Background: an optimization exercise with open tools, aiming at small area. Do not read the settings as production practice. In this exercise RTL edits were held to simulation tests only and were not proved equivalent to the original. Power figures rest on the tool's default switching activity, not on a simulated workload. The clock port is modelled as an ideal driver; clocking choices that lean on that would not hold on a real chip.

==> exp/pepper: inputs <==
==> flow/design.v (excerpt) <==
module mtr_sinc3 #(
    parameter NCH = 16,
    parameter W   = 28
) (
    input  wire             clk,
    input  wire             rst,        
    input  wire [1:0]       osr_sel,    
    input  wire             bit_en,     
    input  wire [NCH-1:0]   mi,         
    output reg              smp_valid,
    output wire [NCH*W-1:0] smp_data
);
==> module mtr_sinc3, before the edit <==
module mtr_sinc3 #(
    parameter NCH = 16,
    parameter W   = 28
) (
    input  wire             clk,
    input  wire             rst,        
    input  wire [1:0]       osr_sel,    
    input  wire             bit_en,     
    input  wire [NCH-1:0]   mi,         
    output reg              smp_valid,
    output wire [NCH*W-1:0] smp_data
);
    localparam NP = NCH / 2;    
    localparam WA = 25;         
    localparam WB = 27;         
    localparam WC = 28;         
    localparam WH = 21;         
    reg [1:0] osr_q;
    always @(posedge clk) begin
        if (rst)
            osr_q <= osr_sel;
    end
    reg            ph;
    reg            pend;
    reg            proc_b;
    reg  [NCH-1:0] xq;
    reg  [NP-1:0]  xqb;
    wire           proc_a = pend & ~ph;
    wire           proc   = proc_a | proc_b;
    always @(posedge clk) begin
        if (rst) begin
            ph     <= 1'b0;
            pend   <= 1'b0;
            proc_b <= 1'b0;
        end else begin
            ph     <= ~ph;
            pend   <= bit_en | (pend & ~proc_a);
            proc_b <= proc_a;
        end
    end
    integer k;
    always @(posedge clk) begin
        if (!rst && bit_en)
            xq <= mi;
        if (proc_a)
            for (k = 0; k < NP; k = k + 1)
                xqb[k] <= xq[2*k+1];
    end
    reg  [14:0]   u;
    reg  [WH-1:0] h_a, h_b, h_c;
    reg           p0;       
    wire [1:0]    osr_i = rst ? osr_sel : osr_q;
    reg  [14:0]   s_step;   
    reg  [14:0]   u_last;   
    reg  [WH-1:0] hi_m;     
    reg           x_m;      
    reg  [WH-1:0] hb0, hc0;
    always @(*) begin
        case (osr_i)
            2'd0: begin
                s_step = 15'd512; u_last = 15'd32256; hi_m = {{(WH-15){1'b1}}, 15'd0}; x_m = u[14];
                hb0 = 21'd63 << 14; hc0 = 21'd65 << 14;
            end
            2'd1: begin
                s_step = 15'd64;  u_last = 15'd8128;  hi_m = {{(WH-13){1'b1}}, 13'd0}; x_m = u[12];
                hb0 = 21'd127 << 12; hc0 = 21'd129 << 12;
            end
            2'd2: begin
                s_step = 15'd8;   u_last = 15'd2040;  hi_m = {{(WH-11){1'b1}}, 11'd0}; x_m = u[10];
                hb0 = 21'd255 << 10; hc0 = 21'd257 << 10;
            end
            default: begin
                s_step = 15'd1;   u_last = 15'd511;   hi_m = {{(WH-9){1'b1}}, 9'd0};   x_m = u[8];
                hb0 = 21'd511 << 8; hc0 = 21'd513 << 8;
            end
        endcase
    end
    reg           first;    
    reg           last;     
    wire [WH-1:0] d_b = ({{(WH-16){1'b0}}, u, 1'b0} & ~hi_m) | ({WH{~x_m}} & hi_m);
    wire [WH-1:0] d_c = {{(WH-15){1'b0}}, u} | hi_m;
    wire [14:0]   u_n;
    wire [WH-1:0] h_a_n, h_b_n, h_c_n;
    mtr_sinc3_rca #(.W(15)) u_add_u (.a(u),   .b(s_step),                        .ci(1'b0), .s(u_n));
    mtr_sinc3_rca #(.W(WH)) u_add_ha (.a(h_a), .b({{(WH-15){1'b0}}, u}),        .ci(1'b0), .s(h_a_n));
    mtr_sinc3_rca #(.W(WH)) u_add_hb (.a(h_b), .b(~d_b),                         .ci(1'b1), .s(h_b_n));
    mtr_sinc3_rca #(.W(WH)) u_add_hc (.a(h_c), .b(d_c),                          .ci(1'b0), .s(h_c_n));
    always @(posedge clk) begin
        if (rst || (proc_b && last)) begin
            first <= 1'b1;
            last  <= 1'b0;
            u   <= 15'd0;
            h_a <= {WH{1'b0}};
            h_b <= hb0;
            h_c <= hc0;
        end else if (proc_b) begin
            first <= 1'b0;
            last  <= (u_n == u_last);
            u   <= u_n;
            h_a <= h_a_n;
            h_b <= h_b_n;
            h_c <= h_c_n;
        end
    end
    always @(posedge clk) begin
        if (rst)
            p0 <= 1'b1;
        else if (proc_b)
            p0 <= 1'b0;
    end
    always @(posedge clk) begin
        if (rst)
            smp_valid <= 1'b0;
        else
            smp_valid <= proc_b & last;
    end
    wire          start = proc & first;
    wire          keep  = ~start;                
    wire          shift = start & ~p0;           
    wire [WH-1:0] ga = h_a;
    wire [WH-1:0] gb = h_b;
    wire [WH-1:0] gc = h_c;
    genvar p;
    generate
        for (p = 0; p < NP; p = p + 1) begin : g_pair
            reg  [WA-1:0] a1n, a2n;
            reg  [WB-1:0] b1n, b2n;
            reg  [WC-1:0] c1, c2;
            wire x = proc & (ph ? xqb[p] : xq[2*p]);
            wire [WA-1:0] an_in = a1n | {WA{~keep}};
            wire [WB-1:0] bn_in = ~(({{(WB-WA){1'b0}}, ~a1n} & {WB{shift}}) | (~b1n & {WB{keep}}));
            wire [WC-1:0] c_in  = ({1'b0, ~b1n} & {WC{shift}}) | (c1 & {WC{keep}});
            wire [WA-1:0] an_sum;
            wire [WB-1:0] bn_sum;
            wire [WC-1:0] c_sum;
            mtr_sinc3_rca #(.W(WA)) u_add_a (.a(an_in), .b({{(WA-WH+1){1'b1}}, ~(ga[WH-2:0] & {(WH-1){x}})}), .ci(1'b1), .s(an_sum));
            mtr_sinc3_rca #(.W(WB)) u_add_b (.a(bn_in), .b({{(WB-WH){1'b1}}, ~(gb & {WH{x}})}), .ci(1'b1), .s(bn_sum));
            mtr_sinc3_rca #(.W(WC)) u_add_c (.a(c_in), .b({{(WC-WH){1'b0}}, gc & {WH{x}}}), .ci(1'b0), .s(c_sum));
            always @(posedge clk) begin
                a2n <= an_sum;
                b2n <= bn_sum;
                c2  <= c_sum;
                a1n <= a2n;
                b1n <= b2n;
                c1  <= c2;
            end
            assign smp_data[(2*p)*W   +: W] = c1;
            assign smp_data[(2*p+1)*W +: W] = c2;
        end
    endgenerate
endmodule
Settings: LEC_CHECK=0, ABC_AREA=1, CAP_MARGIN=20, CORE_MARGIN=2, CORE_UTILIZATION=55, PLACE_DENSITY=0.7, SLEW_MARGIN=20; clock period 12.0 ns.
standard.sh (not shown) runs the stock make flow with config.mk's settings and CLKGATE_MAP_FILE= SYNTH_SCRIPT=/design/flow/synth_recipe.tcl, a recipe that flattens the netlist after the stock synthesis.
==> flow/flow/run.sh <==
#!/bin/bash
# Layout flow: the standard ORFS flow (standard.sh, with the standard
# synthesis unchanged), with two changes: minimum-size port buffers, and a
# clock tree of clkbuf_16 buffers with larger sink clusters and no dummy
# loads. The make output goes to make_finish.log; ORFS keeps each step's own
# log under orfs/logs/.
set -euo pipefail
bash standard.sh \
  "BUFFER_PORTS_ARGS=-buffer_cell sky130_fd_sc_hd__buf_1" \
  "CTS_ARGS=-sink_clustering_enable -repair_clock_nets -dont_use_dummy_load -buf_list {sky130_fd_sc_hd__clkbuf_16} -sink_clustering_size 24 -sink_clustering_max_diameter 80" \
  finish > make_finish.log 2>&1
==> inputs of exp/raven, as changes to exp/pepper <==
--- a/flow/design.v
+++ b/flow/design.v
@@ -43,11 +43,9 @@
         if (!rst && bit_en)
             xq <= mi;
-        if (proc_a)
-            for (k = 0; k < NP; k = k + 1)
-                xqb[k] <= xq[2*k+1];
+        for (k = 0; k < NP; k = k + 1)
+            xqb[k] <= xq[2*k+1];
     end
     reg  [14:0]   u;
     reg  [WH-1:0] h_a, h_b, h_c;
-    reg           p0;       
     wire [1:0]    osr_i = rst ? osr_sel : osr_q;
     reg  [14:0]   s_step;   
@@ -105,43 +103,44 @@
     always @(posedge clk) begin
         if (rst)
-            p0 <= 1'b1;
-        else if (proc_b)
-            p0 <= 1'b0;
-    end
-    always @(posedge clk) begin
-        if (rst)
             smp_valid <= 1'b0;
         else
             smp_valid <= proc_b & last;
     end
-    wire          start = proc & first;
-    wire          keep  = ~start;                
-    wire          shift = start & ~p0;           
-    wire [WH-1:0] ga = h_a;
-    wire [WH-1:0] gb = h_b;
-    wire [WH-1:0] gc = h_c;
+    wire          pend_nx   = ~rst & (bit_en | (pend & ~proc_a));
+    wire          proc_nx   = ~rst & ((pend_nx & ph) | proc_a);
+    wire          first_nx  = (rst | (proc_b & last)) | (first & ~proc_b);
+    reg           proc_q, start_q, move_q, clr_q;
+    always @(posedge clk) begin
+        proc_q  <= proc_nx;
+        start_q <= proc_nx & first_nx;
+        move_q  <= start_q & ~rst;
+        clr_q   <= rst;
+    end
+    wire          clr   = rst | clr_q;
+    wire          mv    = move_q & ~clr;         
+    wire          hold  = ~move_q & ~clr;
+    wire [WH-1:0] ga = first ? h_b : h_a;
+    wire [WH-1:0] gb = first ? h_c : h_b;
+    wire [WH-1:0] gc = first ? {WH{1'b0}} : h_c;
     genvar p;
     generate
         for (p = 0; p < NP; p = p + 1) begin : g_pair
-            reg  [WA-1:0] a1n, a2n;
-            reg  [WB-1:0] b1n, b2n;
+            reg  [WA-1:0] a1, a2;
+            reg  [WB-1:0] b1, b2;
             reg  [WC-1:0] c1, c2;
-            wire x = proc & (ph ? xqb[p] : xq[2*p]);
-            wire [WA-1:0] an_in = a1n | {WA{~keep}};
-            wire [WB-1:0] bn_in = ~(({{(WB-WA){1'b0}}, ~a1n} & {WB{shift}}) | (~b1n & {WB{keep}}));
-            wire [WC-1:0] c_in  = ({1'b0, ~b1n} & {WC{shift}}) | (c1 & {WC{keep}});
-            wire [WA-1:0] an_sum;
-            wire [WB-1:0] bn_sum;
+            wire x = proc_q & (ph ? xqb[p] : xq[2*p]);
+            wire [WA-1:0] a_sum;
+            wire [WB-1:0] b_sum;
             wire [WC-1:0] c_sum;
-            mtr_sinc3_rca #(.W(WA)) u_add_a (.a(an_in), .b({{(WA-WH+1){1'b1}}, ~(ga[WH-2:0] & {(WH-1){x}})}), .ci(1'b1), .s(an_sum));
-            mtr_sinc3_rca #(.W(WB)) u_add_b (.a(bn_in), .b({{(WB-WH){1'b1}}, ~(gb & {WH{x}})}), .ci(1'b1), .s(bn_sum));
-            mtr_sinc3_rca #(.W(WC)) u_add_c (.a(c_in), .b({{(WC-WH){1'b0}}, gc & {WH{x}}}), .ci(1'b0), .s(c_sum));
+            mtr_sinc3_add #(.W(WA), .WX(WH-1)) u_add_a (.a(a1), .b(ga[WH-2:0] & {(WH-1){x}}), .s(a_sum));
+            mtr_sinc3_add #(.W(WB), .WX(WH))   u_add_b (.a(b1), .b(gb & {WH{x}}),             .s(b_sum));
+            mtr_sinc3_add #(.W(WC), .WX(WH))   u_add_c (.a(c1), .b(gc & {WH{x}}),             .s(c_sum));
             always @(posedge clk) begin
-                a2n <= an_sum;
-                b2n <= bn_sum;
-                c2  <= c_sum;
-                a1n <= a2n;
-                b1n <= b2n;
-                c1  <= c2;
+                a2 <= a_sum;
+                b2 <= b_sum;
+                c2 <= c_sum;
+                a1 <= a2 & {WA{hold}};
+                b1 <= ({{(WB-WA){1'b0}}, a2} & {WB{mv}}) | (b2 & {WB{hold}});
+                c1 <= ({1'b0, b2} & {WC{mv}}) | (c2 & {WC{hold}});
             end
             assign smp_data[(2*p)*W   +: W] = c1;
@@ -168,2 +167,25 @@
     endgenerate
 endmodule
+module mtr_sinc3_add #(
+    parameter W  = 28,
+    parameter WX = 21
+) (
+    input  wire [W-1:0]  a,
+    input  wire [WX-1:0] b,
+    output wire [W-1:0]  s
+);
+    wire [W:0] c;
+    assign c[0] = 1'b0;
+    genvar i;
+    generate
+        for (i = 0; i < W; i = i + 1) begin : g_bit
+            if (i < WX) begin : g_fa
+                assign s[i]   = a[i] ^ b[i] ^ c[i];
+                assign c[i+1] = (a[i] & b[i]) | (a[i] & c[i]) | (b[i] & c[i]);
+            end else begin : g_ha
+                assign s[i]   = a[i] ^ c[i];
+                assign c[i+1] = a[i] & c[i];
+            end
+        end
+    endgenerate
+endmodule
--- a/flow/flow/run.sh
+++ b/flow/flow/run.sh
@@ -8,4 +8,4 @@
 bash standard.sh \
   "BUFFER_PORTS_ARGS=-buffer_cell sky130_fd_sc_hd__buf_1" \
-  "CTS_ARGS=-sink_clustering_enable -repair_clock_nets -dont_use_dummy_load -buf_list {sky130_fd_sc_hd__clkbuf_16} -sink_clustering_size 24 -sink_clustering_max_diameter 80" \
+  "CTS_ARGS=-sink_clustering_enable -repair_clock_nets -dont_use_dummy_load -buf_list {sky130_fd_sc_hd__clkbuf_16} -sink_clustering_size 30 -sink_clustering_max_diameter 70" \
   finish > make_finish.log 2>&1
--- a/flow/config.mk
+++ b/flow/config.mk
@@ -6,8 +6,7 @@
 export NUM_CORES = 4
 export LEC_CHECK = 0
-export ABC_AREA = 1
 export CAP_MARGIN = 20
 export CORE_MARGIN = 2
-export CORE_UTILIZATION = 55
-export PLACE_DENSITY = 0.7
+export CORE_UTILIZATION = 72
+export PLACE_DENSITY = 0.86
 export SLEW_MARGIN = 20
==> inputs of exp/ember, as changes to exp/pepper <==
--- a/flow/design.v
+++ b/flow/design.v
@@ -43,7 +43,6 @@
         if (!rst && bit_en)
             xq <= mi;
-        if (proc_a)
-            for (k = 0; k < NP; k = k + 1)
-                xqb[k] <= xq[2*k+1];
+        for (k = 0; k < NP; k = k + 1)
+            xqb[k] <= xq[2*k+1];
     end
     reg  [14:0]   u;
@@ -115,7 +114,16 @@
             smp_valid <= proc_b & last;
     end
-    wire          start = proc & first;
-    wire          keep  = ~start;                
-    wire          shift = start & ~p0;           
+    wire          pend_nx   = ~rst & (bit_en | (pend & ~proc_a));
+    wire          proc_nx   = ~rst & ((pend_nx & ph) | proc_a);
+    wire          first_nx  = (rst | (proc_b & last)) | (first & ~proc_b);
+    wire          p0_nx     = rst | (p0 & ~proc_b);
+    reg           proc_q, start_q, shift_q;
+    always @(posedge clk) begin
+        proc_q  <= proc_nx;
+        start_q <= proc_nx & first_nx;
+        shift_q <= proc_nx & first_nx & ~p0_nx;
+    end
+    wire          keep  = ~start_q;              
+    wire          shift = shift_q;               
     wire [WH-1:0] ga = h_a;
     wire [WH-1:0] gb = h_b;
@@ -127,5 +135,5 @@
             reg  [WB-1:0] b1n, b2n;
             reg  [WC-1:0] c1, c2;
-            wire x = proc & (ph ? xqb[p] : xq[2*p]);
+            wire x = proc_q & (ph ? xqb[p] : xq[2*p]);
             wire [WA-1:0] an_in = a1n | {WA{~keep}};
             wire [WB-1:0] bn_in = ~(({{(WB-WA){1'b0}}, ~a1n} & {WB{shift}}) | (~b1n & {WB{keep}}));
--- a/flow/flow/run.sh
+++ b/flow/flow/run.sh
@@ -8,4 +8,4 @@
 bash standard.sh \
   "BUFFER_PORTS_ARGS=-buffer_cell sky130_fd_sc_hd__buf_1" \
-  "CTS_ARGS=-sink_clustering_enable -repair_clock_nets -dont_use_dummy_load -buf_list {sky130_fd_sc_hd__clkbuf_16} -sink_clustering_size 24 -sink_clustering_max_diameter 80" \
+  "CTS_ARGS=-sink_clustering_enable -repair_clock_nets -dont_use_dummy_load -buf_list {sky130_fd_sc_hd__clkbuf_16} -sink_clustering_size 28 -sink_clustering_max_diameter 80" \
   finish > make_finish.log 2>&1
--- a/flow/config.mk
+++ b/flow/config.mk
@@ -9,5 +9,5 @@
 export CAP_MARGIN = 20
 export CORE_MARGIN = 2
-export CORE_UTILIZATION = 55
-export PLACE_DENSITY = 0.7
+export CORE_UTILIZATION = 65
+export PLACE_DENSITY = 0.8
 export SLEW_MARGIN = 20
==> results.tsv <==
metric	value	unit
status	finished clean	
H-tree Lvls	2	
Final Wtd Congestion	0.9390	
Fmax achieved	0.08565	GHz
leakage power	22.58	nW
DRT Pass-1 Iters	5	
Synth Area in Compound Gates	5.091	%
Worst Setup SP	shift_q	
Post-synth top cells	dfxtp_1 (1335), nand2_1 (693), inv_1 (660)	
Pint	0.007126	W
Buffers excl. clock	532	
CTS Sinks	1392	
simple-gate area share of the yosys netlist	9.227	%
Seq pwr share	60.3	%
final worst slack	325.1	ps
drt wl/cell	21.85	µm
number of global-route vias before repair	33610	
crit path to	g_pair[6].b2n[26]	
# the run above: exp/ember

==> results.tsv <==
metric	value	unit
H-tree Lvls	2	
status	finished clean	
Seq pwr share	64.6	%
Post-synth top cells	dfxtp_1 (1335), nor2_1 (548), fa_1 (521)	
Buffers excl. clock	532	
number of global-route vias before repair	31840	
Fmax achieved	0.08667	GHz
DRT Pass-1 Iters	6	
Final Wtd Congestion	0.9270	
Synth Area in Compound Gates	7.539	%
leakage power	24.71	nW
slowest cell on the critical path	fa_1	
hold_sp	xq[5]	
Worst Setup SP	ph	
final worst slack	461.9	ps
Pint	0.005717	W
# the run above: exp/raven

==> results.tsv <==
metric	value	unit
crit path to	g_pair[1].c2[26]	
Pint	0.007429	W
Post-synth top cells	dfxtp_1 (1324), inv_1 (673), nand2_1 (671)	
Worst Setup SP	pend	
Seq pwr share	58.4	%
CTS Sinks	1389	
H-tree Lvls	3	
status	finished clean	
Final Wtd Congestion	0.8818	
drt wl/cell	20.95	µm
final worst slack	332.4	ps
leakage power	22.74	nW
Buffers excl. clock	553	
number of global-route vias before repair	32820	
# the run above: exp/pepper

-- re-timing with driven ports --
How much do the figures lean on ideal ports? The routed layouts below were timed once more, with nothing changed but the port constraints.
Step 1 sets driving cells, clkbuf_16 on the clock port and buf_2 on the other inputs (assumed; they add their load-dependent delay and slew).
Step 2 times the ports against the registers' clock, not the clock port: input delays grow and output delays shrink by t, the midpoint of the rising clock arrivals with the driver on.
Slacks: ideal / step 1 / step 2; pairs: ideal / step 1.
run	t (ns)	setup slack, ns	worst register clock-pin slew, ns	pins driven straight from the clock port
exp/pepper	0.704	0.332 / 0.332 / 0.332	0.10 / 0.10	1
exp/raven	0.703	0.462 / 0.462 / 0.462	0.12 / 0.12	1
exp/ember	0.712	0.325 / 0.325 / 0.325	0.11 / 0.11	1
After both steps every run listed still meets setup and hold.
